Background: an optimization exercise with open tools, aiming at small area, a short achievable clock period and few clock cycles. Do not read the settings as production practice.
Function was checked by simulation only, so behaviour that the tests miss may differ from the original.

## cvu_core
module cvu_core (
    input  wire         clk,
    input  wire         rst,
    input  wire         go,
    input  wire [1:0]   go_alg,
    input  wire         go_init,
    input  wire         go_final,
    input  wire [30:0]  go_len,
    input  wire         ctx_we,
    input  wire [3:0]   ctx_sel,
    input  wire [31:0]  ctx_wdata,
    input  wire         done_clr,
    input  wire         in_valid,
    output wire         in_ready,
    input  wire [31:0]  in_data,
    output wire         busy,
    output reg          done,
    output reg          finalised,
    output reg  [3:0]   cfg_err,
    output wire [255:0] state,
    output wire [63:0]  count
);
==> flow/config.mk <==
export PLATFORM = sky130hd
export DESIGN_NAME = cvu_core
export DESIGN_NICKNAME = cvu_core
export VERILOG_FILES = /design/flow/design.v
export SDC_FILE = /design/flow/constraint.sdc
export NUM_CORES = 4
export LEC_CHECK = 0
export CAP_MARGIN = 20
export CORE_MARGIN = 2
export CORE_UTILIZATION = 55
export CTS_CLUSTER_DIAMETER = 60
export CTS_CLUSTER_SIZE = 20
export PLACE_DENSITY = 0.7
export SLEW_MARGIN = 20
==> flow/constraint.sdc <==
create_clock -name core_clock -period 11.0 [get_ports {clk}]
set_input_delay 2.2000 -clock core_clock [delete_from_list [all_inputs] [get_ports {clk}]]
set_output_delay 2.2000 -clock core_clock [all_outputs]
set_load 0.01 [all_outputs]
standard.sh (not shown) runs the stock make flow with config.mk's settings and CLKGATE_MAP_FILE= SYNTH_SCRIPT=/design/flow/synth_recipe.tcl, a recipe that flattens the netlist after the stock synthesis.
==> flow/flow/run.sh <==
#!/bin/bash
# The standard layout (standard.sh) with two changes to how it is made:
# ORFS's timing repair aims for 8 ns of setup slack on the design's clock
# (repair_timing -setup_margin 8) and works on the worst 2% of endpoints, and
# the port buffers are buf_2 cells. ORFS writes each step's log under
# orfs/logs; make's own output goes to standard_flow.log.
set -euo pipefail
bash standard.sh SETUP_SLACK_MARGIN=8 TNS_END_PERCENT=2 \
    "BUFFER_PORTS_ARGS=-buffer_cell sky130_fd_sc_hd__buf_2" finish > standard_flow.log 2>&1
Testbench counts at the start, summed over its fixed seeds: cycles 37,894.
Change:
==> flow/run.sh (new file) <==
#!/bin/bash
# synth_recipe.tcl (not shown) runs the flow's synth.tcl, then flattens the netlist and writes it again
# the make line also repeats each setting of config.mk as NAME=value (left out here)
make -C /OpenROAD-flow-scripts/flow DESIGN_CONFIG=/design/flow/config.mk WORK_HOME=/design/flow/orfs CLKGATE_MAP_FILE= SYNTH_SCRIPT=/design/flow/synth_recipe.tcl finish
--- a/flow/config.mk
+++ b/flow/config.mk
@@ -13,0 +14 @@
+export SETUP_SLACK_MARGIN = 5
removed: flow/flow/run.sh
removed: flow/standard.sh
After rerunning: The changed run completed without violations; cell area is lower by 2.8%; clock-buffer cell count is lower by 5; register-to-register slack gets worse by 0.70 ns.
Change:
==> flow/flow/run.sh (new file) <==
#!/bin/bash
# The standard layout (standard.sh) with two changes to how it is made:
# ORFS's timing repair aims for 8 ns of setup slack on the design's clock
# (repair_timing -setup_margin 8) and works on the worst 5% of endpoints, and
# the port buffers are buf_2 cells. ORFS writes each step's log under
# orfs/logs; make's own output goes to standard_flow.log.
set -euo pipefail
bash standard.sh SETUP_SLACK_MARGIN=8 TNS_END_PERCENT=5 \
    "BUFFER_PORTS_ARGS=-buffer_cell sky130_fd_sc_hd__buf_2" finish > standard_flow.log 2>&1
==> flow/standard.sh (new file) <==
#!/bin/bash
# synth_recipe.tcl (not shown) runs the flow's synth.tcl, then flattens the netlist and writes it again
# the make line also repeats each setting of config.mk as NAME=value (left out here)
make -C /OpenROAD-flow-scripts/flow DESIGN_CONFIG=/design/flow/config.mk WORK_HOME=/design/flow/orfs CLKGATE_MAP_FILE= SYNTH_SCRIPT=/design/flow/synth_recipe.tcl "${@:-finish}"
--- a/flow/config.mk
+++ b/flow/config.mk
@@ -12,0 +13 @@
+export GPL_TIMING_DRIVEN = 1
@@ -14 +14,0 @@
-export SETUP_SLACK_MARGIN = 5
removed: flow/run.sh
What happened:
- flip-flop and latch count is unchanged
- clock-buffer cell count goes up by 5
- design area goes up by a little under a tenth
- cell count is higher by a few percent
- setup slack is better by 0.67 ns
- global-route usage goes up by 0.31 points
- first-iteration DRC count hardly moves
- via count grows by a few percent
- clock skew fell by 0.033 ns

-- port drivers added, routing unchanged --
In the flow no input, the clock included, has a driving cell. The finished layouts below were timed again as built, in two steps. Step 1 sets driving cells, clkbuf_16 on the clock port and buf_2 on the other inputs (assumed; they add their load-dependent delay and slew). Step 2, shift: input delay + t, output delay - t, t = (earliest + latest rising clock arrival at the registers) / 2. This alone moves slack from input paths to output paths. Slacks: ideal ports / drivers / drivers and shift; pairs: ideal ports / drivers.
| run | shift t [ns] | setup slack, ns | worst hold slack (ns) |
|---|---|---|---|
| the first run | 0.844 | 5.751 / 5.751 / 5.731 | 0.416 / 0.416 / 0.416 |
| the second run | 0.831 | 5.053 / 5.053 / 4.923 | 0.419 / 0.419 / 0.419 |
| the third run | 0.836 | 5.724 / 5.724 / 5.724 | 0.413 / 0.413 / 0.413 |
After both steps every run listed still meets setup and hold. For the second run, which loses most, drivers alone change the setup slack by 0.000 ns; drivers and shift together by -0.130 ns.
